This is an optimization exercise on Yosys and OpenROAD, whose aim is small area, not a production implementation.
RTL that was checked went through simulation tests only; none was proved equivalent to the original.
The RTL of runs 1, 2 and 4 to 6 was laid out without a check of its function.
No activity file was given, so power comes from the tool's default toggle rates.

[design/flow/flow/run.sh]
#!/bin/bash
# Layout: the standard ORFS flow, with the port buffers made from the
# smallest buffer cell and a clock tree of sky130_fd_sc_hd__clkbuf_8 leaf buffers without dummy loads.
set -euo pipefail
bash standard.sh \
  BUFFER_PORTS_ARGS="-buffer_cell sky130_fd_sc_hd__buf_1" \
  CTS_ARGS="-sink_clustering_enable -repair_clock_nets -dont_use_dummy_load -sink_clustering_size 14 -sink_clustering_max_diameter 60 -buf_list {sky130_fd_sc_hd__clkbuf_8}" \
  finish > standard_flow.log 2>&1
[design/flow/design.v]
module twist_framer (
    input  wire        clk,
    input  wire        rst,           
    input  wire [3:0]  lane,          
    input  wire [7:0]  tap,
    input  wire [15:0] fleyth,
    input  wire [1:0]  just,
    input  wire        lf,
    input  wire        cwv,
    input  wire [14:0] cwp,
    input  wire [43:0] unit_id,
    input  wire [7:0]  mode0,
    input  wire [7:0]  mode1,
    input  wire [7:0]  lane_info,
    input  wire [7:0]  bundle,
    input  wire [39:0] pl_word,
    output wire        pl_take,
    output reg  [1:0]  sym,
    output wire        frame_start,
    output reg         stuff,
    output wire        ovf
);
    localparam [30:0] FAW      = 31'h7125_B696;
    localparam [43:0] SEED_LOW = 44'h5A5_A5A5_A5A5;
    reg [13:0] pos;           
    reg [4:0]  fn;
    reg [2:0]  scr_ofs;
    reg        run_ovf;
    reg [5:0]  run_len;
    reg [9:0]  widx;          
    reg [4:0]  wsym;          
    reg [1:0]  just_q;
    reg [15:0] crc16;
    reg [79:0] mf;            
    reg [57:0] scr;           
    reg [37:0] wsr;           
    wire        latch      = (pos == 14'd1);
    wire        in_faw     = (pos < 14'd31);
    wire        is_guard   = (&pos);
    wire        content_left = (widx != 10'd814);
    wire        in_oh      = (&widx[9:2]);
    wire        active     = !in_faw && !is_guard;
    wire        is_stuff   = active && (run_len == 6'd47) && content_left;
    wire        is_content = active && !is_stuff && content_left;
    wire        is_oh      = is_content && in_oh;
    wire        is_payload = is_content && !in_oh;
    wire        oh_crc     = (&widx[1:0]) && (wsym >= 5'd12);       
    wire        oh_mfb     = !widx[0] && (wsym[4:2] == 3'd2);  
    wire        oh_last    = (&widx[1:0]) && (wsym == 5'd19);       
    wire        word_start = (wsym == 5'd0);
    wire        data_word  = (widx < 10'd812) ||
                             (widx == 10'd812 && !just_q[1]) ||
                             (widx == 10'd813 && just_q == 2'd0);
    assign pl_take     = is_payload && word_start && data_word;
    assign frame_start = latch;
    assign ovf         = (pos == 14'd0) && run_ovf;
    wire [1:0]  just_eff = (just == 2'd3) ? 2'd1 : just;
    wire [79:0] mf_in    = {unit_id, lane, mode0, mode1, lane_info, bundle};
    reg  [3:0]  mfb;
    always @(*) begin
        if (fn == 5'd0)
            mfb = unit_id[43:40];
        else if (fn >= 5'd20)
            mfb = crc16[15:12];
        else
            mfb = mf[79 - 4 * fn -: 4];
    end
    wire [55:0] oh_body  = {tap, fleyth, fn, scr_ofs, mfb, just_eff, run_ovf, lf, cwv, cwp};
    wire        sb1  = scr[57] ^ scr[38];
    wire        sb2  = scr[56] ^ scr[37];
    wire [57:0] scr2 = {scr[55:0], sb1, sb2};
    wire [1:0] pw    = word_start ? pl_word[39:38] : wsr[37:36];
    wire [1:0] pbits = data_word ? pw : 2'b00;
    wire [1:0] sbits = pbits ^ {sb1, sb2};
    wire [1:0] plev  = {sbits[1], sbits[1] ^ sbits[0]};    
    wire       ohbit = oh_crc ? (wsym[0] ? scr[6] : scr[7])
                              : (wsym[0] ? scr[56] : scr[57]);
    wire       c_mask = (widx[1:0] == 2'd0) || (widx[1:0] == 2'd1 && wsym[4:1] == 4'd0);
    wire       fbA   = in_oh && !oh_crc && (scr[57] ^ (scr[7] && !c_mask));
    wire       fbB   = in_oh && !oh_crc && (scr[56] ^ (scr[6] && !c_mask));
    reg [1:0] level;
    always @(*) begin
        if (in_faw)
            level = {2{FAW[30 - pos[4:0]]}};
        else if (is_oh)
            level = {2{ohbit}};
        else if (is_payload)
            level = plev;
        else
            level = {2{~sym[1]}};
    end
    always @(posedge clk) begin
        if (rst) begin
            pos     <= 14'd0;
            fn      <= 5'd0;
            scr_ofs <= 3'd0;
            run_ovf <= 1'b0;
            sym     <= 2'd0;
            run_len <= 6'd0;
            stuff   <= 1'b0;
        end else begin
            pos   <= pos + 14'd1;
            sym   <= level;
            stuff <= is_stuff;
            if (level == sym)
                run_len <= run_len + 6'd1;
            else
                run_len <= 6'd1;
            if (is_guard) begin
                fn      <= (fn == 5'd23) ? 5'd0 : fn + 5'd1;
                run_ovf <= content_left;
                if (content_left)
                    scr_ofs <= scr_ofs + 3'd1;
            end
        end
    end
    always @(posedge clk) begin
        if (latch) begin
            widx <= 10'd1020;
            wsym <= 5'd16;
        end else if (is_content) begin
            if (wsym == 5'd19) begin
                wsym <= 5'd0;
                widx <= widx + 10'd1;
            end else begin
                wsym <= wsym + 5'd1;
            end
        end
    end
    always @(posedge clk)
        if (latch)
            just_q <= just_eff;
    always @(posedge clk)
        if (latch && fn == 5'd0)
            mf <= mf_in;
    always @(posedge clk) begin
        if (latch && fn == 5'd0)
            crc16 <= 16'hFFFF;
        else if (is_oh && oh_mfb)
            crc16 <= {crc16[14:0], 1'b0} ^ ((crc16[15] ^ ohbit) ? 16'h1021 : 16'h0000);
    end
    always @(posedge clk) begin
        if (latch)
            scr <= {oh_body, 2'b00};
        else if (is_oh && oh_last)
            scr <= {2'b10, scr_ofs, fn, wsr[3:0], SEED_LOW};
        else if (is_payload || (is_oh && wsym[0]))
            scr <= {scr[55:2], scr[1] ^ fbA, scr[0] ^ fbA ^ fbB,
                    in_oh ? {fbA ^ fbB, fbB} : {sb1, sb2}};
    end
    always @(posedge clk) begin
        if (latch)
            wsr[3:0] <= lane;
        else if (is_payload) begin
            if (word_start)
                wsr <= pl_word[37:0];
            else
                wsr <= {wsr[35:0], 2'b00};
        end
    end
endmodule
[design/flow/constraint.sdc]
create_clock -name core_clock -period 8.0 [get_ports {clk}]
set_input_delay 1.6000 -clock core_clock [delete_from_list [all_inputs] [get_ports {clk}]]
set_output_delay 1.6000 -clock core_clock [all_outputs]
set_load 0.01 [all_outputs]
[design/flow/standard.sh]
#!/bin/bash
# synth_recipe.tcl (not shown) runs the flow's synth.tcl, then flattens the netlist and writes it again
# the make line also repeats each setting of config.mk as NAME=value (left out here)
make -C /OpenROAD-flow-scripts/flow DESIGN_CONFIG=/design/flow/config.mk WORK_HOME=/design/flow/orfs CLKGATE_MAP_FILE= SYNTH_SCRIPT=/design/flow/synth_recipe.tcl "${@:-finish}"
[design/flow/config.mk]
export PLATFORM = sky130hd
export DESIGN_NAME = twist_framer
export DESIGN_NICKNAME = twist_framer
export VERILOG_FILES = /design/flow/design.v
export SDC_FILE = /design/flow/constraint.sdc
export NUM_CORES = 4
export LEC_CHECK = 0
export CAP_MARGIN = 0
export CORE_MARGIN = 2
export CORE_UTILIZATION = 40
export CTS_BUF_LIST = sky130_fd_sc_hd__clkbuf_2 sky130_fd_sc_hd__clkbuf_4 sky130_fd_sc_hd__clkbuf_8
export CTS_CLUSTER_DIAMETER = 100
export CTS_CLUSTER_SIZE = 30
export SLEW_MARGIN = 0
==> results of run 1 <==
==> critical path: stages (launching register included) <==
cell and delay, ps:
dfxtp_1 500, ha_1 260, and4_1 360, nand4b_1 260, and4_1 500, nand2_1 200
nor2_1 150, buf_1 160
==> sequential cells by signal (all words and copies together), names as in the netlist, 2 cells and up <==
name     count
run_len      6
wsym         5
fn           5
just_q       2
crc16       16
pos         14
widx        10
scr         58
scr_ofs      3
mf          80
sym          2
wsr         38
==> cells by family after synthesis <==
| logic type | count (synthesis) | share of synthesized area, % |
|---|---|---|
| and+or+nand+nor | 302 | 13.2 |
| DFF | 241 | 60.3 |
| AOI/OAI and AO/OA | 134 | 8.61 |
| muxes | 74 | 9.04 |
| buffers and inverters | 66 | 2.44 |
| xor gates and xnor gates | 53 | 4.32 |
| adders and majority gates | 19 | 2.17 |
==> synthesized netlist by cell type, types with 21 or more instances <==
library cell  number
mux2_2            37
a22oi_1           30
edfxtp_1         176
nand3_1           37
a22o_1            21
nand2_1          128
dfxtp_1           65
nor2_1            52
xnor2_1           32
clkbuf_1          26
o21ai_0           26
==> where the power goes <==
part	internal, uW	leakage (uW)	total, uW	switching [uW]
Clock	267	0.000173	652	385
Combinational	64.5	0.00192	169	105
Sequential	1410	0.00218	1440	25.8
Total	1740	0.00427	2260	515
==> metrics by stage <==
step | total power (uW) | setup slack, ps
after floorplan | 1560 | 4420
after global placement | 1630 | 4130
after detailed placement | 1630 | 4080
after CTS | 2280 | 3440
after global routing | 2350 | 3200
final | 2260 | 3450
==> final timing paths <==
| path | to | slack [ps] | cells past startpoint | startpoint |
|---|---|---|---|---|
| worst max register to register | mf[1]$_DFFE_PP_ | 4080 | 9 | pos[5]$_SDFF_PP0_ |
| worst min-delay path | crc16[1]$_SDFFE_PP1P_ | 470 | 2 | crc16[1]$_SDFFE_PP1P_ |
| worst max-delay path | pl_take | 3450 | 7 | pos[0]$_SDFF_PP0_ |
| worst min register to register | crc16[1]$_SDFFE_PP1P_ | 470 | 2 | crc16[1]$_SDFFE_PP1P_ |
==> layer usage <==
| metal | vias to the layer above | wire length (um) | GRT usage, % |
|---|---|---|---|
| met5 | - | 24 | 0 |
| met4 | 4 | 544 | 4.05 |
| met3 | 38 | 1680 | 3.54 |
| met2 | 219 | 11000 | 26.2 |
| met1 | 3493 | 11100 | 23.4 |
| li1 | 3597 | - | - |
==> area by class of cell <==
cell class,instances,area share [%]
Inverter,19,0.583
Antenna cell,1,0.0205
Sequential cell,241,53.9
Tap cell,341,3.49
Timing Repair Buffer,181,5.90
Clock buffer,24,2.70
Multi-Input combinational cell,582,33.4
==> flow_summary_export.csv, run 1 <==
group,metric,value,unit
critical_path,cp.arrival,2950,ps
final_layout,final_cell_mix,"176 x edfxtp_1, 170 x buf_1, 128 x nand2_1",
clock_network,htree_num_levels,1,
logic_synthesis,yosys.area.top_type,"edfxtp_1",
sta,maxSlewHeadroom,32.0,%
sta,drv_slew,0,
job,cap_violations,0,
floorplan,dieWidth,169,um
clock_network,post_cts_buffers,0,
logic_synthesis,syn_area_per_cell,12.3,um2
logic_synthesis,yosys.cell_types.count,59,
clock_network,cts.sinks,241,
logic_synthesis,yosysWarnings,1,
place,dpl.cell_count,1364,
place,port_buffers,170,
sta,tightest_slew,1010,ps
power_and_ir_drop,peakVddDrop,0.139,mV
final_layout,seq_area,6590,um2
min_path,hold_class,"flop to flop",
route,drtIter0Drc,580,
power_and_ir_drop,power_density,185,nW/um2
floorplan,ioPinCount,171,
final_layout,final_util,45.5,%
logic_synthesis,synthTopCellsByArea,"edfxtp_1 48%, dfxtp_1 12%, nand2_1 4.4%",
final_layout,fill_cells,2513,
logic_synthesis,synth_area,10900,um2
global_route,grt_util_all_layers,16.6,%
sta,grt_setup_unrepaired,"false",
logic_synthesis,synth_fp_nets,1073,
clock_network,clk_path_buf_depth,3,
sta,max_freq,0.220,GHz
clock_network,cts.clk_slew.worst_paths,90,ps
floorplan,die-area,28700,um2
global_route,grt_antenna_before_repair,3,
final_layout,final_common_cell,"edfxtp_1",
sta,fin_crit_sh,56.8,%
clock_network,cts_root_buf,"clkbuf_8",
place,gp_congestion,0.830,
power_and_ir_drop,leakagePower,0.00427,uW
floorplan,start_util,40.7,%
logic_synthesis,synth_edf_count,176,
global_route,grt_pass1_wl,37.8,mm
global_route,grt_overflow,0,
critical_path,cp.required,6400,ps
place,post_dp_cell_area,11900,um2
logic_synthesis,synth.yosys.seq_area_share,60.3,%
route,vias_per_cell,5.29,
logic_synthesis,ys_ff_latch,241,
global_route,grt_max_degree,81,
final_layout,fin_area,12200,um2
floorplan,chipHeight,169,um
logic_synthesis,ys.flop_type,"edfxtp_1",
final_layout,area_growth,11.8,%
critical_path,crit_type,"flop to primary output",
sta,whs,469,ps
critical_path,worstSetupEndpointType,"primary output",
place,dp_hpwl,17.1,mm
clock_network,cts_buffers,24,
route,vias,7351,
outcome,outcome,"finished clean",
final_layout,multiInputGateArea,4090,um2
final_layout,drive_gt1_share,9.65,%
sta,setup-violations-final,0,
route,ant_nets,0,
critical_path,critPathMaxFanout,11,
logic_synthesis,synthDominantCellAreaShare,48.4,%
critical_path,cp-start-kind,"flop",
global_route,grt_pass1_vias,7004,
sta,setup_tns,0,ps
sta,skew,52.8,ps
final_layout,nNetsFinal,1233,
floorplan,num_rows,60,
clock_network,cts_tree,"done",
floorplan,coreArea,26900,um2
clock_network,worstSkewPairLatency,550,ps
sta,finalHoldViolCount,0,
logic_synthesis,syn_inst,889,
route,wirelength,24.4,mm
clock_network,cts_resized,0,
clock_network,postCtsHoldBufs,0,
route,routedWlPerCell,17.5,um
final_layout,instances_no_fill,1389,
route,drtPass1Iterations,5,
logic_synthesis,async_reset_ff_share,0,%
sta,min_period,4550,ps
route,route.detailed.drc,0,
==> inputs of run 2 (changes only) <==
==> design/flow/flow/run.sh (replaced) <==
#!/bin/bash
# Layout: the standard ORFS flow, with the port buffers made from the
# smallest buffer cell and a clock tree of sky130_fd_sc_hd__clkbuf_16 leaf buffers without dummy loads.
set -euo pipefail
bash standard.sh \
  BUFFER_PORTS_ARGS="-buffer_cell sky130_fd_sc_hd__buf_1" \
  CTS_ARGS="-sink_clustering_enable -repair_clock_nets -dont_use_dummy_load -sink_clustering_size 30 -sink_clustering_max_diameter 100 -buf_list {sky130_fd_sc_hd__clkbuf_16}" \
  finish > standard_flow.log 2>&1
==> flow_summary_export.csv, run 2 <==
group,metric,value,unit
logic_synthesis,yosysMostFrequentCell,"edfxtp_1",
clock_network,postCtsHoldBufs,0,
logic_synthesis,yosys.cell_types.count,59,
logic_synthesis,synthDominantCellAreaShare,48.4,%
critical_path,critPathMaxFanout,11,
final_layout,largest_reg_flops,80,
final_layout,drive_gt1_share,8.60,%
logic_synthesis,yosysWarnings,1,
sta,min_period,4450,ps
global_route,grt_pass1_vias,6900,
clock_network,cts_resized,0,
logic_synthesis,synth_area,10900,um2
final_layout,final_util,45.4,%
sta,grt_setup_unrepaired,"false",
critical_path,cp.required,6400,ps
floorplan,coreArea,26900,um2
route,vias_per_cell,5.27,
floorplan,dieWidth,169,um
place,gp_congestion,0.830,
final_layout,area_growth,11.5,%
final_layout,final_cell_mix,"176 x edfxtp_1, 170 x buf_1, 128 x nand2_1",
place,dp_hpwl,17.1,mm
logic_synthesis,ys_ff_latch,241,
final_layout,fill_cells,2495,
logic_synthesis,async_reset_ff_share,0,%
job,cap_violations,0,
clock_network,cts.sinks,241,
logic_synthesis,synthTopCellsByArea,"edfxtp_1 48%, dfxtp_1 12%, nand2_1 4.4%",
final_layout,final_common_cell,"edfxtp_1",
clock_network,cts_root_buf,"clkbuf_16",
sta,tightest_slew,1020,ps
sta,fin_crit_sh,55.7,%
final_layout,largestRegisters,"mf: 80 flops, scr: 58 flops, wsr: 38 flops",
sta,drv_slew,0,
outcome,outcome,"finished clean",
sta,setup_tns,0,ps
floorplan,chipHeight,169,um
final_layout,largest-register,"mf",
critical_path,cp.arrival,2850,ps
route,drtIter0Drc,577,
clock_network,cts_tree,"done",
global_route,grt_max_degree,81,
sta,skew,32.2,ps
route,routedWlPerCell,17.5,um
global_route,grt_util_all_layers,16.5,%
final_layout,nNetsFinal,1221,
route,route.detailed.drc,0,
logic_synthesis,synth_fp_nets,1073,
critical_path,cp-start-kind,"flop",
global_route,grt_antenna_before_repair,3,
clock_network,clk_path_buf_depth,3,
clock_network,htree_num_levels,1,
power_and_ir_drop,power_density,184,nW/um2
floorplan,start_util,40.7,%
route,ant_nets,0,
sta,setup-violations-final,0,
sta,maxSlewHeadroom,30.8,%
place,port_buffers,170,
logic_synthesis,ys.flop_type,"edfxtp_1",
critical_path,worstSetupEndpointType,"primary output",
power_and_ir_drop,peakVddDrop,0.170,mV
min_path,hold_class,"flop to flop",
logic_synthesis,yosys.area.top_type,"edfxtp_1",
logic_synthesis,syn_area_per_cell,12.3,um2
clock_network,cts.clk_slew.worst_paths,100,ps
route,vias,7263,
floorplan,die-area,28700,um2
sta,max_freq,0.224,GHz
global_route,grt_pass1_wl,37.5,mm
critical_path,crit_type,"flop to primary output",
floorplan,num_rows,60,
clock_network,worstSkewPairLatency,490,ps
sta,finalHoldViolCount,0,
logic_synthesis,synth.yosys.seq_area_share,60.3,%
clock_network,post_cts_buffers,0,
clock_network,cts_buffers,12,
route,wirelength,24.1,mm
logic_synthesis,synthTopCellsByCount,"176 x edfxtp_1, 128 x nand2_1, 65 x dfxtp_1",
logic_synthesis,syn_inst,889,
global_route,grt_overflow,0,
logic_synthesis,synth_edf_count,176,
power_and_ir_drop,leakagePower,0.00424,uW
floorplan,ioPinCount,171,
route,drtPass1Iterations,4,
[run 2: cell counts after synthesis]
Identical to the previous run, type by type.
[run 2: cells by family after synthesis]
kind of cell,synth area share (%)
AO/OA/AOI/OAI,8.61
XOR/XNOR,4.32
adder cells (fa/ha/maj),2.17
buffers and inverters,2.44
flip-flops,60.3
multiplexers,9.04
AND/OR/NAND/NOR,13.2
[run 2: per-stage QoR]
step / hold WS [ps] / instance area (um2) / total power [uW] / cells / worst slack (ps)
floorplan: 440 / 10900 / 1560 / 889 / 4420
global placement: 451 / 11900 / 1630 / 1364 / 4130
detailed placement: 451 / 11900 / 1630 / 1364 / 4080
CTS: 477 / 12200 / 2270 / 1376 / 3540
global route: 488 / 12200 / 2340 / 1376 / 3280
finish: 471 / 12200 / 2240 / 1377 / 3550
[run 2: area by class of cell]
class | instances | area (um2) | area share [%]
flip-flops and latches | 241 | 6590 | 54.0
multi-input cells | 582 | 4090 | 33.5
repair buffers | 181 | 721 | 5.91
well taps | 341 | 427 | 3.50
clock buffers | 12 | 300 | 2.46
inverters | 19 | 71.3 | 0.585
diodes | 1 | 2.50 | 0.0205
[run 2: routing by layer]
layer | wire (um) | GRT usage (%) | share of wire (%) | vias up
met1 | 11100 | 23.8 | 46 | 3456
met4 | 407 | 3.12 | 1.7 | 4
met3 | 1350 | 3.06 | 5.6 | 23
met5 | 26 | 0 | 0.11 | -
met2 | 11200 | 26.4 | 47 | 206
li1 | - | - | - | 3574
[run 2: critical path, stage by stage (launching register included)]
cell and delay, ps:
dfxtp_1 510, ha_1 260, and4_1 350, nand4b_1 260, and4_1 490, nand2_1 200
nor2_1 150, buf_1 160
[run 2: power breakdown]
group / leakage, uW / switching, uW / internal (uW)
clock network: 0.000148 / 368 / 272
logic: 0.00192 / 105 / 64.5
registers: 0.00218 / 25.6 / 1410
total: 0.00424 / 499 / 1740
[run 2: final timing paths]
path	slack [ps]	to	cells after the start	startpoint
worst max register to register	4140	scr[44]$_DFFE_PP_	7	pos[0]$_SDFF_PP0_
worst max-delay path	3550	pl_take	7	pos[0]$_SDFF_PP0_
worst min register to register	470	crc16[1]$_SDFFE_PP1P_	2	crc16[1]$_SDFFE_PP1P_
worst min-delay path	470	crc16[1]$_SDFFE_PP1P_	2	crc16[1]$_SDFFE_PP1P_
==> inputs of run 3 (changes only) <==
--- a/design/flow/design.v
+++ b/design/flow/design.v
@@ -32,2 +32,3 @@
     reg [1:0]  just_q;
+    reg [7:0]  crc8;
     reg [15:0] crc16;
@@ -75,7 +76,3 @@
     wire [1:0] plev  = {sbits[1], sbits[1] ^ sbits[0]};    
-    wire       ohbit = oh_crc ? (wsym[0] ? scr[6] : scr[7])
-                              : (wsym[0] ? scr[56] : scr[57]);
-    wire       c_mask = (widx[1:0] == 2'd0) || (widx[1:0] == 2'd1 && wsym[4:1] == 4'd0);
-    wire       fbA   = in_oh && !oh_crc && (scr[57] ^ (scr[7] && !c_mask));
-    wire       fbB   = in_oh && !oh_crc && (scr[56] ^ (scr[6] && !c_mask));
+    wire       ohbit = oh_crc ? crc8[7] : (wsym[0] ? scr[56] : scr[57]);
     reg [1:0] level;
@@ -136,2 +133,8 @@
     always @(posedge clk) begin
+        if (in_faw)
+            crc8 <= 8'd0;
+        else if (is_oh)
+            crc8 <= {crc8[6:0], 1'b0} ^ ((crc8[7] ^ ohbit) ? 8'h07 : 8'h00);
+    end
+    always @(posedge clk) begin
         if (latch && fn == 5'd0)
@@ -147,4 +150,3 @@
         else if (is_payload || (is_oh && wsym[0]))
-            scr <= {scr[55:2], scr[1] ^ fbA, scr[0] ^ fbA ^ fbB,
-                    in_oh ? {fbA ^ fbB, fbB} : {sb1, sb2}};
+            scr <= scr2;
     end
==> design/flow/run.sh (new file) <==
#!/bin/bash
# synth_recipe.tcl (not shown) runs the flow's synth.tcl, then flattens the netlist and writes it again
# the make line also repeats each setting of config.mk as NAME=value (left out here)
make -C /OpenROAD-flow-scripts/flow DESIGN_CONFIG=/design/flow/config.mk WORK_HOME=/design/flow/orfs CLKGATE_MAP_FILE= SYNTH_SCRIPT=/design/flow/synth_recipe.tcl finish
==> design/flow/config.mk (replaced) <==
export PLATFORM = sky130hd
export DESIGN_NAME = twist_framer
export DESIGN_NICKNAME = twist_framer
export VERILOG_FILES = /design/flow/design.v
export SDC_FILE = /design/flow/constraint.sdc
export NUM_CORES = 4
export LEC_CHECK = 0
export CAP_MARGIN = 20
export CORE_MARGIN = 2
export CORE_UTILIZATION = 40
export SLEW_MARGIN = 20
removed: design/flow/flow/run.sh
removed: design/flow/standard.sh
==> flow_summary_export.csv, run 3 <==
group,metric,value,unit
floorplan,die-area,28800,um2
outcome,outcome,"finished clean",
clock_network,htree_num_levels,1,
logic_synthesis,yosysMostFrequentCell,"edfxtp_1",
route,vias,7336,
floorplan,ioPinCount,171,
floorplan,num_rows,60,
final_layout,final_common_cell,"edfxtp_1",
sta,maxSlewHeadroom,33.2,%
logic_synthesis,synth_fp_nets,1042,
logic_synthesis,async_reset_ff_share,0,%
floorplan,coreArea,27000,um2
final_layout,largestRegisters,"mf: 80 flops, scr: 58 flops, wsr: 38 flops",
sta,drv_slew,0,
sta,max_freq,0.195,GHz
sta,setup_tns,0,ps
final_layout,area_growth,26.6,%
place,dp_hpwl,16.2,mm
critical_path,crit_type,"flop to primary output",
final_layout,fin_area,13900,um2
final_layout,final_cell_mix,"176 x edfxtp_1, 170 x clkdlybuf4s50_1, 91 x nand2_1",
final_layout,multiInputGateArea,3960,um2
clock_network,cts.sinks,249,
final_layout,fill_cells,2336,
min_path,hold_class,"flop to flop",
final_layout,seq_area,6750,um2
logic_synthesis,synthTopCellsByCount,"176 x edfxtp_1, 91 x nand2_1, 73 x dfxtp_1",
route,routedWlPerCell,17.5,um
logic_synthesis,synth.yosys.seq_area_share,61.4,%
critical_path,cp.required,6400,ps
clock_network,postCtsHoldBufs,0,
final_layout,largest-register,"mf",
route,drtPass1Iterations,5,
route,vias_per_cell,5.30,
clock_network,post_cts_buffers,0,
global_route,grt_util_all_layers,16.6,%
floorplan,start_util,40.8,%
sta,setup-violations-final,0,
global_route,grt_pass1_vias,7319,
clock_network,cts_buffers,28,
final_layout,n_antenna_cell,0,
critical_path,critPathMaxFanout,17,
place,gp_congestion,0.781,
global_route,grt_pass1_wl,38.2,mm
job,cap_violations,0,
power_and_ir_drop,leakagePower,0.00496,uW
critical_path,cp-start-kind,"flop",
power_and_ir_drop,peakVddDrop,0.161,mV
global_route,grt_max_degree,81,
clock_network,cts_root_buf,"clkbuf_16",
sta,fin_ws,2870,ps
critical_path,cp.arrival,3530,ps
route,ant_nets,0,
global_route,grt_overflow,0,
place,port_buffers,170,
route,drtIter0Drc,643,
sta,skew,14.5,ps
clock_network,cts_tree,"done",
power_and_ir_drop,power_density,212,nW/um2
sta,tightest_slew,1000,ps
clock_network,worstSkewPairLatency,540,ps
logic_synthesis,ys_ff_latch,249,
logic_synthesis,synth_edf_count,176,
final_layout,drive_gt1_share,12.1,%
route,route.detailed.drc,0,
logic_synthesis,synth_area,11000,um2
floorplan,dieWidth,170,um
place,post_dp_cell_area,13000,um2
sta,whs,455,ps
logic_synthesis,yosysWarnings,1,
final_layout,largest_reg_flops,80,
global_route,grt_antenna_before_repair,0,
route,wirelength,24.3,mm
sta,grt_setup_unrepaired,"false",
critical_path,worstSetupEndpointType,"primary output",
clock_network,clk_path_buf_depth,3,
logic_synthesis,syn_inst,860,
logic_synthesis,yosys.area.top_type,"edfxtp_1",
final_layout,nNetsFinal,1204,
place,post-place-ws,3450,ps
logic_synthesis,synthDominantCellAreaShare,48.1,%
floorplan,chipHeight,170,um
logic_synthesis,syn_area_per_cell,12.8,um2
sta,min_period,5130,ps
sta,fin_crit_sh,64.1,%
logic_synthesis,ys.flop_type,"edfxtp_1",
clock_network,cts_resized,0,
sta,finalHoldViolCount,0,
logic_synthesis,synthTopCellsByArea,"edfxtp_1 48%, dfxtp_1 13%, mux2_2 4.0%",
logic_synthesis,yosys.cell_types.count,61,
clock_network,cts.clk_slew.worst_paths,60,ps
==> run 3: changes by cell type in the layout (fill, tap and decap cells not counted), moves of 7 or more <==
cell	delta
nor2_1	-12
a21oi_1	+17
a22oi_1	-30
dfxtp_1	+7
nand2_1	-37
clkbuf_16	+17
buf_1	-170
clkinv_2	+9
a221o_1	+32
clkdlybuf4s50_1	+170
xnor2_1	-10
==> run 3: critical path, stage by stage (launching register included) <==
cell             delay (ps)
dfxtp_1                 590
ha_1                    280
nand4_1                 200
and4b_1                 430
nor4bb_1                340
buf_4                   230
nand2_1                 130
inv_1                    90
and3_1                  140
clkdlybuf4s50_1         560
==> run 3: where the power goes <==
group	total [uW]	switching, uW	internal (uW)
Combinational	229	106	123
Clock	1250	516	737
Sequential	1470	22.5	1450
Total	2960	644	2310
==> run 3: cell type report <==
cell class	instances	share of cell area [%]
Timing Repair Buffer	183	12.9
Sequential cell	249	48.5
Clock inverter	18	1.11
Tap cell	341	3.06
Inverter	22	0.602
Multi-Input combinational cell	538	28.4
Clock buffer	34	5.42
==> run 3: path summary, 6_finish.rpt <==
path / startpoint / to / slack (ps) / cells after the start
hold reg to reg: crc8[3]$_SDFFE_PP0P_ / crc8[3]$_SDFFE_PP0P_ / 460 / 2
setup reg to reg: pos[0]$_SDFF_PP0_ / scr[21]$_DFFE_PP_ / 3680 / 9
setup / recovery: pos[0]$_SDFF_PP0_ / pl_take / 2870 / 9
hold / removal: crc8[3]$_SDFFE_PP0P_ / crc8[3]$_SDFFE_PP0P_ / 460 / 2
==> run 3: per-layer routing <==
metal	wire (um)	share of wire, %	GRT usage [%]
met5	0	0	0
met4	470	1.9	4.05
met3	1510	6.2	3.31
met2	11000	45	26.6
met1	11300	46	23.3
==> run 3: cell families after synthesis <==
kind of cell,after synthesis,share of synthesized area [%]
compound gates,154,10.2
xor+xnor,49,3.90
fa+ha+maj,17,1.93
buf+inv,73,2.85
flops,249,61.4
mux,71,8.62
simple gates,247,11.2
==> run 3: per-stage QoR <==
stage / cells / util, % / power (uW)
finish: 1385 / 51.7 / 2960
global route: 1385 / 51.7 / 3070
floorplan: 860 / - / 1600
global placement: 1333 / 48.3 / 1730
detailed placement: 1333 / 48.3 / 1730
CTS: 1385 / 51.7 / 2990
==> inputs of run 4 (changes only) <==
--- a/design/flow/design.v
+++ b/design/flow/design.v
@@ -32,4 +32,2 @@
     reg [1:0]  just_q;
-    reg [7:0]  crc8;
-    reg [15:0] crc16;
     reg [79:0] mf;            
@@ -48,3 +46,2 @@
     wire        oh_crc     = (&widx[1:0]) && (wsym >= 5'd12);       
-    wire        oh_mfb     = !widx[0] && (wsym[4:2] == 3'd2);  
     wire        oh_last    = (&widx[1:0]) && (wsym == 5'd19);       
@@ -59,12 +56,7 @@
     wire [79:0] mf_in    = {unit_id, lane, mode0, mode1, lane_info, bundle};
-    reg  [3:0]  mfb;
-    always @(*) begin
-        if (fn == 5'd0)
-            mfb = unit_id[43:40];
-        else if (fn >= 5'd20)
-            mfb = crc16[15:12];
-        else
-            mfb = mf[79 - 4 * fn -: 4];
-    end
-    wire [55:0] oh_body  = {tap, fleyth, fn, scr_ofs, mfb, just_eff, run_ovf, lf, cwv, cwp};
+    localparam [15:0] CRC_OF_ZEROS = 16'hE139;   
+    wire        fn_hi    = fn[4] && fn[2];                  
+    wire        mf_rot   = (pos[13:2] == 12'd32);           
+    wire        crc_win  = (fn == 5'd19) && (&pos[13:7]) &&
+                           (pos[6:0] >= 7'd16) && (pos[6:0] < 7'd96);
     wire        sb1  = scr[57] ^ scr[38];
@@ -76,3 +68,25 @@
     wire [1:0] plev  = {sbits[1], sbits[1] ^ sbits[0]};    
-    wire       ohbit = oh_crc ? crc8[7] : (wsym[0] ? scr[56] : scr[57]);
+    wire       fldA_reg = (widx[1:0] == 2'd2) && !wsym[4];        
+    wire       oh_fld   = (widx[1:0] == 2'd2) && (wsym < 5'd15);  
+    wire [3:0] mfb      = mf[79:76] ^ (fn_hi ? CRC_OF_ZEROS[15 - 4 * fn[1:0] -: 4] : 4'h0);
+    reg        fldA, fldB;
+    always @(*) begin
+        case (wsym[3:1])
+            3'd0: begin fldA = fn[4];      fldB = fn[3];      end
+            3'd1: begin fldA = fn[2];      fldB = fn[1];      end
+            3'd2: begin fldA = fn[0];      fldB = scr_ofs[2]; end
+            3'd3: begin fldA = scr_ofs[1]; fldB = scr_ofs[0]; end
+            3'd4: begin fldA = mfb[3];     fldB = mfb[2];     end
+            3'd5: begin fldA = mfb[1];     fldB = mfb[0];     end
+            3'd6: begin fldA = just_q[1];  fldB = just_q[0];  end
+            default: begin fldA = run_ovf; fldB = 1'b0;       end
+        endcase
+    end
+    wire       bitA  = fldA_reg ? fldA : scr[57];
+    wire       bitB  = oh_fld ? fldB : scr[56];
+    wire       ohbit = oh_crc ? (wsym[0] ? scr[6] : scr[7]) :
+                       (wsym[0] ? bitB : bitA);
+    wire       c_mask = (widx[1:0] == 2'd0) || (widx[1:0] == 2'd1 && wsym[4:1] == 4'd0);
+    wire       fbA   = in_oh && !oh_crc && (bitA ^ (scr[7] && !c_mask));
+    wire       fbB   = in_oh && !oh_crc && (bitB ^ (scr[6] && !c_mask));
     reg [1:0] level;
@@ -132,21 +146,14 @@
             mf <= mf_in;
+        else if (mf_rot || crc_win)
+            mf <= {mf[78:0], mf_rot && mf[79]} ^
+                  ((crc_win && mf[79]) ? {16'h1021, 64'd0} : 80'd0);
     always @(posedge clk) begin
-        if (in_faw)
-            crc8 <= 8'd0;
-        else if (is_oh)
-            crc8 <= {crc8[6:0], 1'b0} ^ ((crc8[7] ^ ohbit) ? 8'h07 : 8'h00);
-    end
-    always @(posedge clk) begin
-        if (latch && fn == 5'd0)
-            crc16 <= 16'hFFFF;
-        else if (is_oh && oh_mfb)
-            crc16 <= {crc16[14:0], 1'b0} ^ ((crc16[15] ^ ohbit) ? 16'h1021 : 16'h0000);
-    end
-    always @(posedge clk) begin
-        if (latch)
-            scr <= {oh_body, 2'b00};
-        else if (is_oh && oh_last)
+        if (latch) begin
+            scr[57:34] <= {tap, fleyth};
+            scr[18:0]  <= {lf, cwv, cwp, 2'b00};
+        end else if (is_oh && oh_last)
             scr <= {2'b10, scr_ofs, fn, wsr[3:0], SEED_LOW};
         else if (is_payload || (is_oh && wsym[0]))
-            scr <= scr2;
+            scr <= {scr[55:2], scr[1] ^ fbA, scr[0] ^ fbA ^ fbB,
+                    in_oh ? {fbA ^ fbB, fbB} : {sb1, sb2}};
     end
==> design/flow/flow/run.sh (new file) <==
#!/bin/bash
# Layout: the standard ORFS flow, with the port buffers made from the
# smallest buffer cell and a clock tree of sky130_fd_sc_hd__clkbuf_16 leaf buffers without dummy loads.
set -euo pipefail
bash standard.sh \
  BUFFER_PORTS_ARGS="-buffer_cell sky130_fd_sc_hd__buf_1" \
  CTS_ARGS="-sink_clustering_enable -repair_clock_nets -dont_use_dummy_load -sink_clustering_size 30 -sink_clustering_max_diameter 100 -buf_list {sky130_fd_sc_hd__clkbuf_16}" \
  finish > standard_flow.log 2>&1
==> design/flow/standard.sh (new file) <==
#!/bin/bash
# synth_recipe.tcl (not shown) runs the flow's synth.tcl, then flattens the netlist and writes it again
# the make line also repeats each setting of config.mk as NAME=value (left out here)
make -C /OpenROAD-flow-scripts/flow DESIGN_CONFIG=/design/flow/config.mk WORK_HOME=/design/flow/orfs CLKGATE_MAP_FILE= SYNTH_SCRIPT=/design/flow/synth_recipe.tcl "${@:-finish}"
--- a/design/flow/config.mk
+++ b/design/flow/config.mk
@@ -7,5 +7,5 @@
 export LEC_CHECK = 0
-export CAP_MARGIN = 20
+export CAP_MARGIN = 0
 export CORE_MARGIN = 2
-export CORE_UTILIZATION = 40
-export SLEW_MARGIN = 20
+export CORE_UTILIZATION = 65
+export SLEW_MARGIN = 0
removed: design/flow/run.sh
==> flow_summary_export.csv, run 4 <==
group,metric,value,unit
floorplan,ioPinCount,171,
clock_network,postCtsHoldBufs,0,
route,wirelength,21.4,mm
final_layout,largestRegisters,"mf: 80 flops, scr: 58 flops, wsr: 38 flops",
clock_network,post_cts_buffers,0,
final_layout,n_antenna_cell,0,
sta,grt_setup_unrepaired,"false",
min_path,min-delay-start,"scr[30]$_SDFFCE_PP0P_",
clock_network,cts.clk_slew.worst_paths,110,ps
logic_synthesis,yosys.area.top_type,"edfxtp_1",
sta,fin_crit_sh,60.8,%
floorplan,die-area,17500,um2
floorplan,dieWidth,132,um
global_route,grt_max_degree,85,
floorplan,num_rows,46,
logic_synthesis,ys.flop_type,"edfxtp_1",
sta,setup_tns,0,ps
sta,maxSlewHeadroom,30.5,%
clock_network,cts_tree,"done",
clock_network,cts_resized,0,
critical_path,cp.arrival,4960,ps
power_and_ir_drop,power_density,187,nW/um2
final_layout,largest-register,"mf",
floorplan,chipHeight,132,um
route,wl_met2,10.0,mm
global_route,grt_overflow,0,
critical_path,critPathMaxFanout,84,
logic_synthesis,synth_area,10700,um2
logic_synthesis,synth.yosys.seq_area_share,58.5,%
place,gp_congestion,0.921,
route,drtIter0Drc,493,
critical_path,worst_r2r_path_depth,10,
power_and_ir_drop,peakVddDrop,0.203,mV
clock_network,worstSkewPairLatency,480,ps
sta,max_freq,0.206,GHz
sta,whs,522,ps
logic_synthesis,synthDominantCellAreaShare,49.4,%
job,cap_violations,0,
logic_synthesis,yosys.cell_types.count,69,
final_layout,area_growth,9.57,%
sta,tightest_slew,1040,ps
final_layout,nNetsFinal,1191,
route,route.detailed.drc,0,
final_layout,final_common_cell,"edfxtp_1",
power_and_ir_drop,leakagePower,0.00397,uW
sta,drv_slew,0,
sta,finalHoldViolCount,0,
place,post_dp_cell_area,11500,um2
logic_synthesis,yosysWarnings,1,
logic_synthesis,synthTopCellsByArea,"edfxtp_1 49%, mux2_2 12%, dfxtp_1 9.2%",
critical_path,worstSetupEndpointType,"flop",
sta,setup-violations-final,0,
global_route,grt_pass1_wl,35.2,mm
place,port_buffers,170,
logic_synthesis,syn_area_per_cell,12.3,um2
min_path,hold_path_depth,1,
critical_path,timing.rr.start,"pos[12]$_SDFF_PP0_",
critical_path,crit_type,"flop to flop",
logic_synthesis,ys_ff_latch,225,
global_route,grt_antenna_before_repair,0,
floorplan,start_util,66.9,%
logic_synthesis,synth_fp_nets,1051,
clock_network,cts_root_buf,"clkbuf_16",
place,dp_hpwl,14.9,mm
final_layout,largest_reg_flops,80,
global_route,grt_util_all_layers,24.5,%
route,ant_nets,0,
global_route,grt_pass1_vias,7149,
final_layout,drive_gt1_share,14.6,%
critical_path,crit_start,"pos[12]$_SDFF_PP0_",
route,vias,7214,
final_layout,final_cell_mix,"176 x edfxtp_1, 170 x buf_1, 113 x mux2_2",
route,top_layer,"met4",
clock_network,cts.sinks,225,
route,dr_wl_met3,1.65,mm
sta,min_period,4860,ps
critical_path,cp-start-kind,"flop",
route,vias_per_cell,5.90,
outcome,outcome,"finished clean",
sta,skew,35.6,ps
clock_network,cts_buffers,11,
logic_synthesis,yosysMostFrequentCell,"edfxtp_1",
logic_synthesis,synthTopCellsByCount,"176 x edfxtp_1, 113 x mux2_2, 84 x nand2_1",
final_layout,fin_area,11700,um2
logic_synthesis,syn_inst,869,
route,drtPass1Iterations,5,
critical_path,cp.required,8100,ps
route,routedWlPerCell,17.5,um
route,wl_met1,9.18,mm
min_path,hold_class,"flop to flop",
logic_synthesis,synth_edf_count,176,
logic_synthesis,async_reset_ff_share,0,%
floorplan,coreArea,16000,um2
clock_network,htree_num_levels,1,
clock_network,clk_path_buf_depth,3,
-- run 4: kinds of logic (layout without fill, tap and decap cells) --
kind of cell,Yosys count,after routing,synth area share [%]
buffers and inverters,69,207,2.83
adder cells (fa/ha/maj),17,17,1.99
AND/OR/NAND/NOR,273,273,12.6
AO/OA/AOI/OAI,120,120,7.84
multiplexers,120,120,12.5
flip-flops,225,225,58.5
XOR/XNOR,45,45,3.68
-- run 4: layout make-up --
| cell class | instances | area [um2] |
|---|---|---|
| timing repair buffer | 177 | 691 |
| tap | 216 | 270 |
| inverter | 19 | 71.3 |
| multi-input combinational | 575 | 4160 |
| fill | 1164 | 4270 |
| sequential | 225 | 6270 |
| clock buffer | 11 | 275 |
-- run 4: power breakdown --
part | leakage, uW | switching (uW) | internal, uW | total, uW
logic | 0.00180 | 128 | 108 | 236
registers | 0.00203 | 25.8 | 1350 | 1370
clock network | 0.000136 | 333 | 249 | 583
total | 0.00397 | 487 | 1700 | 2190
-- run 4: metal layers --
layer	GRT usage, %	up-vias
met5	0	-
met4	7.59	0
met3	4.08	39
met2	40.1	288
met1	34.0	3396
li1	-	3491
-- run 4: worst paths after layout --
path	endpoint	slack [ps]
worst min-delay path	scr[32]$_SDFFCE_PP1P_	520
worst min register to register	scr[32]$_SDFFCE_PP1P_	520
worst max-delay path	mf[40]$_DFFE_PP_	3140
worst max register to register	mf[40]$_DFFE_PP_	3140
-- run 4: through the flow --
| stage | utilization (%) | total power, uW | worst slack (ps) | std cells |
|---|---|---|---|---|
| final | 73.3 | 2190 | 3140 | 1223 |
| after CTS | 73.3 | 2210 | 3160 | 1223 |
| after floorplan | - | 1560 | 3740 | 869 |
| after global routing | 73.3 | 2280 | 2720 | 1223 |
| after detailed placement | 71.6 | 1630 | 3170 | 1212 |
| after global placement | 71.6 | 1620 | 3280 | 1212 |
-- run 4: critical path: stages, from the launching register on --
cell	delay (ps)
dfxtp_1	350
nor4_1	370
nand3_1	140
nor4_2	280
nor2b_1	210
nand2_1	70
buf_4	270
inv_2	670
and4b_4	340
buf_4	760
a221o_4	880
==> inputs of run 5 (changes only) <==
--- a/design/flow/config.mk
+++ b/design/flow/config.mk
@@ -9,3 +9,3 @@
 export CORE_MARGIN = 2
-export CORE_UTILIZATION = 65
+export CORE_UTILIZATION = 40
 export SLEW_MARGIN = 0
==> flow_summary_export.csv, run 5 <==
group,metric,value,unit
outcome,outcome,"finished clean",
floorplan,coreArea,26200,um2
clock_network,cts_buffers,11,
clock_network,post_cts_buffers,0,
logic_synthesis,ys.flop_type,"edfxtp_1",
critical_path,worstSetupEndpointType,"primary output",
floorplan,start_util,40.9,%
min_path,min-delay-start,"run_ovf$_SDFFE_PP0P_",
floorplan,die-area,28100,um2
logic_synthesis,synthTopCellsByCount,"176 x edfxtp_1, 113 x mux2_2, 84 x nand2_1",
logic_synthesis,synthAdderAreaFrac,1.99,%
clock_network,cts_tree,"done",
clock_network,cts.clk_slew.worst_paths,120,ps
clock_network,clk_path_buf_depth,3,
sta,min_period,4740,ps
global_route,grt_pass1_wl,36.8,mm
floorplan,dieWidth,168,um
final_layout,final_common_cell,"edfxtp_1",
floorplan,num_rows,59,
global_route,grt_overflow,0,
sta,fin_crit_sh,59.3,%
clock_network,cts_resized,0,
place,dpl.cell_count,1333,
logic_synthesis,synthDominantCellAreaShare,49.4,%
power_and_ir_drop,peakVddDrop,0.187,mV
final_layout,largest_reg_flops,80,
route,vias_per_cell,5.31,
global_route,grt_max_degree,84,
route,route.detailed.drc,0,
clock_network,cts.sinks,225,
place,port_buffers,170,
logic_synthesis,async_reset_ff_share,0,%
final_layout,final_cell_mix,"176 x edfxtp_1, 170 x buf_1, 113 x mux2_2",
logic_synthesis,yosysWarnings,1,
route,ant_nets,0,
route,drtIter0Drc,526,
final_layout,area_growth,11.2,%
power_and_ir_drop,power,2210,uW
floorplan,ioPinCount,171,
logic_synthesis,yosys.cell_types.count,69,
clock_network,worstSkewPairLatency,480,ps
final_layout,fin_area,11900,um2
logic_synthesis,syn_inst,869,
logic_synthesis,synth_fp_nets,1051,
critical_path,crit_type,"flop to primary output",
sta,setup-violations-final,0,
min_path,hold_class,"flop to flop",
critical_path,timing.rr.start,"pos[12]$_SDFF_PP0_",
critical_path,cp_slowest_stage_delay,420,ps
critical_path,crit_start,"pos[12]$_SDFF_PP0_",
logic_synthesis,yosys.area.top_type,"edfxtp_1",
logic_synthesis,synth.yosys.seq_area_share,58.5,%
logic_synthesis,synth_compound_area_share,7.84,%
route,wirelength,23.3,mm
critical_path,crit_chain,"nor4_1 -> nand3_1 -> nor4_2 -> nor2b_1 -> nand2_2 -> buf_4 -> inv_2 -> buf_4 -> buf_1",
sta,finalHoldViolCount,0,
route,vias,7150,
logic_synthesis,synth_edf_count,176,
clock_network,cts_root_buf,"clkbuf_16",
sta,drv_slew,0,
logic_synthesis,yosysMostFrequentCell,"edfxtp_1",
sta,max_freq,0.211,GHz
logic_synthesis,synth_simple_gate_area_share,12.6,%
power_and_ir_drop,power_density,186,nW/um2
critical_path,cp-start-kind,"flop",
clock_network,htree_num_levels,1,
final_layout,fill_cells,2458,
sta,skew,34.2,ps
critical_path,critPathMaxFanout,50,
logic_synthesis,synth_top_family_by_area,"simple AND/OR/NAND/NOR gates",
sta,maxSlewHeadroom,26.5,%
place,dp_hpwl,16.2,mm
critical_path,crit_slowest_cell,"buf_4",
route,drtPass1Iterations,6,
final_layout,drive_gt1_share,14.9,%
logic_synthesis,muxShareOfSynthArea,12.5,%
global_route,grt_antenna_before_repair,4,
route,routedWlPerCell,17.3,um
critical_path,timing.critical_path.mode_cell,"buf_4",
place,post_dp_cell_area,11600,um2
place,gp_congestion,0.829,
final_layout,instances_no_fill,1346,
final_layout,largestRegisters,"mf: 80 flops, scr: 58 flops, wsr: 38 flops",
critical_path,cp.required,6400,ps
logic_synthesis,synth_area,10700,um2
final_layout,largest-register,"mf",
sta,setup_tns,0,ps
job,cap_violations,0,
final_layout,nNetsFinal,1193,
floorplan,chipHeight,168,um
critical_path,cp.arrival,3140,ps
sta,grt_setup_unrepaired,"false",
global_route,grt_util_all_layers,16.1,%
power_and_ir_drop,leakagePower,0.00398,uW
sta,tightest_slew,1100,ps
global_route,grt_pass1_vias,6889,
logic_synthesis,ys_ff_latch,225,
logic_synthesis,syn_area_per_cell,12.3,um2
logic_synthesis,synthTopCellsByArea,"edfxtp_1 49%, mux2_2 12%, dfxtp_1 9.2%",
clock_network,postCtsHoldBufs,0,
logic_synthesis,synth_xor_area_share,3.68,%
[run 5: changes by cell type in the layout (fill, tap and decap cells not counted), sizes merged]
cell,before,now
diode,0,2
buf,177,179
[run 5: critical path, delay by kind of cell (launching register included)]
| family | cells | cell delay [ps] |
|---|---|---|
| AND/OR/NAND/NOR | 5 | 1150 |
| flip-flops | 1 | 360 |
| buffers and inverters | 4 | 1110 |
[run 5: logic make-up after synthesis]
family,Yosys count
AOI/OAI and AO/OA,120
xor gates and xnor gates,45
adders and majority gates,17
buffers and inverters,69
DFF,225
muxes,120
and+or+nand+nor,273
[run 5: area by class of cell]
class                           count  area [um2]  share of cell area (%)
Sequential cell                   225        6270                    52.6
Timing Repair Buffer              179         706                    5.93
Inverter                           19        71.3                   0.599
Clock buffer                       11         275                    2.31
Antenna cell                        2        5.00                  0.0420
Tap cell                          335         419                    3.52
Multi-Input combinational cell    575        4160                    35.0
[run 5: path summary, 6_finish.rpt]
check        slack [ps]  cells after the start                    to
max                3260                      9           frame_start
min                 490                      2  run_ovf$_SDFFE_PP0P_
max reg2reg        3720                     11      mf[39]$_DFFE_PP_
min reg2reg         490                      2  run_ovf$_SDFFE_PP0P_
[run 5: through the flow]
step,hold slack (ps),worst slack (ps),util (%)
finish,491,3260,45.4
global route,522,2970,45.4
CTS,491,3220,45.4
detailed placement,474,3740,44.3
global placement,475,3770,44.3
floorplan,440,3740,-
[run 5: metal layers]
metal  share of wire (%)  vias to the layer above  wire, um  GRT usage [%]
met5                0.12                        -        27              0
met4                 1.6                        4       365           3.10
met3                 9.6                       28      2230           5.81
met2                  43                      230      9930           24.4
met1                  46                     3393     10700           22.5
li1                    -                     3495         -              -
[run 5: power by group]
group | switching [uW] | internal (uW) | leakage, uW
clock | 353 | 250 | 0.000136
combinational | 128 | 109 | 0.00181
sequential | 25.5 | 1350 | 0.00203
total | 506 | 1710 | 0.00398
==> inputs of run 6 (changes only) <==
==> design/flow/flow/run.sh (replaced) <==
#!/bin/bash
# Layout: the standard ORFS flow (standard.sh) with
#  - synthesis mapped by ABC with an area-oriented script (flow/synth_area.tcl,
#    flow/area.abc); the registers are those of the standard synthesis;
#  - the port buffers made from the smallest buffer cell;
#  - a clock tree of clkbuf_16 leaf buffers, each driving up to 30 sinks,
#    without dummy loads.
# The full output of the flow is in standard_flow.log; ORFS's own logs are
# under orfs/logs.
set -euo pipefail
HERE=$(pwd)
bash standard.sh \
  SYNTH_SCRIPT="$HERE/flow/synth_area.tcl" \
  FLOW_SYNTH_TCL="$HERE/synth_recipe.tcl" \
  AREA_ABC_SCRIPT="$HERE/flow/area.abc" \
  BUFFER_PORTS_ARGS="-buffer_cell sky130_fd_sc_hd__buf_1" \
  CTS_ARGS="-sink_clustering_enable -repair_clock_nets -dont_use_dummy_load -sink_clustering_size 30 -sink_clustering_max_diameter 100 -buf_list {sky130_fd_sc_hd__clkbuf_16}" \
  finish > standard_flow.log 2>&1
==> design/flow/flow/area.abc (new file) <==
strash
&get -n
&fraig -x
&put
scorr
dc2
strash
&get -n
&dch -f
&nf -R 1000 -p -a -A 4
&put
==> design/flow/flow/synth_area.tcl (new file) <==
# The standard synthesis (synth_recipe.tcl, which sources ORFS's synth.tcl),
# with ABC's technology mapping run from an area-oriented script
# (flow/area.abc) in place of ORFS's speed script. Registers are mapped
# before ABC runs, so they are the same as in the standard synthesis.
proc abc {args} {
  set i [lsearch -exact $args -script]
  if {$i >= 0} { lset args [expr {$i + 1}] $::env(AREA_ABC_SCRIPT) }
  yosys abc {*}$args
}
source $::env(FLOW_SYNTH_TCL)
--- a/design/flow/config.mk
+++ b/design/flow/config.mk
@@ -9,3 +9,3 @@
 export CORE_MARGIN = 2
-export CORE_UTILIZATION = 40
+export CORE_UTILIZATION = 65
 export SLEW_MARGIN = 0
==> flow_summary_export.csv, run 6 <==
group,metric,value,unit
sta,setup_tns,0,ps
global_route,grt_max_degree,85,
logic_synthesis,async_reset_ff_share,0,%
clock_network,post_cts_buffers,0,
final_layout,drive_gt1_share,2.10,%
logic_synthesis,yosysWarnings,1,
sta,max_freq,0.180,GHz
power_and_ir_drop,power_density,193,nW/um2
clock_network,htree_num_levels,1,
critical_path,timing.rr.start,"pos[0]$_SDFF_PP0_",
sta,grt_setup_unrepaired,"false",
critical_path,r2r_setup_slack,2460,ps
sta,fin_ws,2460,ps
clock_network,worstSkewPairLatency,470,ps
clock_network,cts_root_buf,"clkbuf_16",
critical_path,cp.arrival,5650,ps
final_layout,largest-register,"mf",
critical_path,critPathMaxFanout,33,
outcome,outcome,"finished clean",
critical_path,crit_type,"flop to flop",
floorplan,die-area,16400,um2
global_route,grt_pass1_vias,6911,
place,post-place-ws,2610,ps
clock_network,cts.sinks,225,
critical_path,r2r_end,"scr[53]$_DFFE_PP_",
clock_network,cts_tree,"done",
final_layout,area_growth,12.1,%
job,cap_violations,0,
logic_synthesis,synthDominantCellAreaShare,52.8,%
global_route,grt_antenna_before_repair,0,
place,port_buffers,170,
sta,tightest_slew,1160,ps
logic_synthesis,ys_ff_latch,225,
route,vias,7067,
critical_path,crit_chain,"ha_1 -> and3_1 -> nand2_1 -> nor2_1 -> and3_1 -> and3_1 -> nor2b_1 -> nand2_1 -> nand3_1 -> a21oi_1 -> nand4_1 -> nor2b_1 -> nand3_1 -> or2_0 -> nor2_1 -> buf_4 -> nor2_1 -> nand2_1 -> buf_4",
logic_synthesis,synth_area,10000,um2
final_layout,nNetsFinal,1183,
critical_path,cp.required,8110,ps
floorplan,ioPinCount,171,
clock_network,clk_path_buf_depth,3,
logic_synthesis,syn_area_per_cell,12.3,um2
final_layout,final_cell_mix,"176 x nand2_1, 176 x edfxtp_1, 170 x buf_1",
route,route.detailed.drc,0,
logic_synthesis,synth.yosys.seq_area_share,62.6,%
route,drtIter0Drc,592,
final_layout,largest_reg_flops,80,
sta,drv_slew,0,
route,routedWlPerCell,17.5,um
critical_path,worstSetupEndpointType,"flop",
critical_path,cp.depth,19,
power_and_ir_drop,peakVddDrop,0.184,mV
route,drtPass1Iterations,5,
route,ant_nets,0,
place,dp_hpwl,14.6,mm
floorplan,chipHeight,128,um
sta,fin_crit_sh,69.3,%
floorplan,coreArea,15100,um2
logic_synthesis,synthTopCellsByCount,"176 x edfxtp_1, 176 x nand2_1, 77 x mux2_1",
global_route,grt_pass1_wl,33.4,mm
sta,setup-violations-final,0,
sta,finalHoldViolCount,0,
sta,maxSlewHeadroom,22.2,%
final_layout,largestRegisters,"mf: 80 flops, scr: 58 flops, wsr: 38 flops",
final_layout,n_antenna_cell,0,
critical_path,worst_r2r_path_depth,19,
critical_path,cp_slowest_stage_delay,690,ps
logic_synthesis,ys.flop_type,"edfxtp_1",
floorplan,dieWidth,128,um
final_layout,fill_cells,1074,
route,wirelength,20.8,mm
clock_network,cts_buffers,11,
critical_path,cp-start-kind,"flop",
power_and_ir_drop,leakagePower,0.00401,uW
sta,skew,28.4,ps
logic_synthesis,synth_edf_count,176,
critical_path,cpLargestDelayFamily,"simple AND/OR/NAND/NOR gates",
logic_synthesis,yosys.cell_types.count,46,
logic_synthesis,synth_fp_nets,993,
global_route,grt_overflow,0,
sta,min_period,5540,ps
floorplan,start_util,66.1,%
min_path,hold_class,"flop to flop",
clock_network,cts_resized,0,
route,vias_per_cell,5.95,
floorplan,num_rows,45,
clock_network,postCtsHoldBufs,0,
place,gp_congestion,0.892,
critical_path,crit_start,"pos[0]$_SDFF_PP0_",
logic_synthesis,yosys.area.top_type,"edfxtp_1",
critical_path,path_buf_inv,2,
global_route,grt_util_all_layers,25.4,%
logic_synthesis,synthTopCellsByArea,"edfxtp_1 53%, dfxtp_1 9.8%, mux2_1 8.7%",
clock_network,cts.clk_slew.worst_paths,110,ps
critical_path,crit_path_end,"scr[53]$_DFFE_PP_",
logic_synthesis,syn_inst,811,
min_path,hold_path_depth,2,
critical_path,crit_slowest_cell,"a21oi_1",
-- run 6: cell count changes after synthesis, sizes merged, moves of 7 or more --
cell	delta
nand3	-23
mux2	-36
clkinv	+12
xnor2	-8
nor3	+7
nand2	+92
o221ai	+9
clkbuf	-29
inv	-19
nor2	-11
buf	-20
-- run 6: final cells by class --
class                   instances  area (um2)  share of cell area [%]
clock buffers                  11         275                    2.45
inverters                      12        45.0                   0.402
multi-input cells             573        3690                    32.9
flip-flops and latches        225        6270                    55.9
well taps                     188         235                    2.10
repair buffers                178         698                    6.23
-- run 6: worst min path at each step --
| stage | from | endpoint | slack, ps |
|---|---|---|---|
| 6_report | wsr[34]$_DFFE_PP_ | wsr[36]$_DFFE_PP_ | 510 |
| 5_1_grt | mf[72]$_DFFE_PP_ | mf[73]$_DFFE_PP_ | 520 |
| 4_1_cts | wsr[34]$_DFFE_PP_ | wsr[36]$_DFFE_PP_ | 520 |
| 3_5_place_dp | scr[29]$_SDFFCE_PP1P_ | scr[31]$_SDFFCE_PP1P_ | 490 |
| 3_3_place_gp | pos[0]$_SDFF_PP0_ | pos[0]$_SDFF_PP0_ | 470 |
| 2_1_floorplan | run_len[5]$_SDFF_PP0_ | stuff$_SDFF_PP0_ | 440 |
-- run 6: worst min-delay path, stage by stage, from the launching register on --
cell and delay [ps]:
edfxtp_1 330, nand2_1 40, nand2_1 60
-- run 6: through the flow --
step / power (uW) / instance area [um2] / util (%) / std cells / hold WS (ps)
floorplan: 1530 / 10000 / - / 811 / 439
global placement: 1600 / 10900 / 72.2 / 1176 / 473
detailed placement: 1610 / 10900 / 72.2 / 1176 / 492
CTS: 2180 / 11200 / 74.0 / 1187 / 517
global route: 2240 / 11200 / 74.0 / 1187 / 522
finish: 2170 / 11200 / 74.0 / 1187 / 513
-- run 6: where the power goes --
group | internal [uW] | switching [uW]
sequential | 1350 | 25.3
combinational | 93.4 | 120
clock | 249 | 335
-- run 6: cell families after synthesis --
logic type,Yosys count,synth area share [%]
mux,80,8.97
xor+xnor,34,2.98
compound gates,113,8.12
simple gates,329,14.7
fa+ha+maj,17,2.13
buf+inv,13,0.488
flops,225,62.6
-- run 6: per-layer routing --
metal | up-vias | routed length, um | global-route usage, %
li1 | 3385 | - | -
met2 | 303 | 9600 | 40.5
met3 | 36 | 1980 | 6.51
met1 | 3343 | 8790 | 34.9
met4 | 0 | 435 | 7.43
met5 | - | 0 | 0

-- static timing again, ports no longer ideal --
No port has a modelled driver above. Below, the same layouts with a new extraction and two added sets of constraints.
Step 1: set_driving_cell puts a clkbuf_16 on clk and a buf_2 on each other input, an assumption about the parent block.
Step 2 adds t to the input delays and takes it off the output delays; t is the mean of the earliest and latest rising clock arrival at the registers after step 1. Input paths then give back, and output paths get back, about the clock's delay inside the block.
Slacks: no drivers / after step 1 / after step 2; pairs: no drivers / after step 1.
| run | t, ns | slack for setup (ns) | worst setup path at the end | clock arrival spread, ns | worst slew at a driven data input, ns |
|---|---|---|---|---|---|
| run 1 | 0.569 | 3.452 / 3.412 / 3.980 | register to output | 0.053 / 0.053 | 0.08 |
| run 2 | 0.518 | 3.545 / 3.500 / 4.018 | register to output | 0.032 / 0.032 | 0.08 |
| run 3 | 0.577 | 2.870 / 2.822 / 3.398 | register to output | 0.017 / 0.017 | 0.06 |
| run 4 | 0.504 | 3.139 / 3.139 / 3.139 | register to register | 0.036 / 0.035 | 0.05 |
| run 5 | 0.512 | 3.256 / 3.211 / 3.723 | register to output | 0.034 / 0.034 | 0.09 |
| run 6 | 0.500 | 2.455 / 2.455 / 2.455 | register to register | 0.032 / 0.033 | 0.06 |
After both steps setup and hold are still met in every run listed.
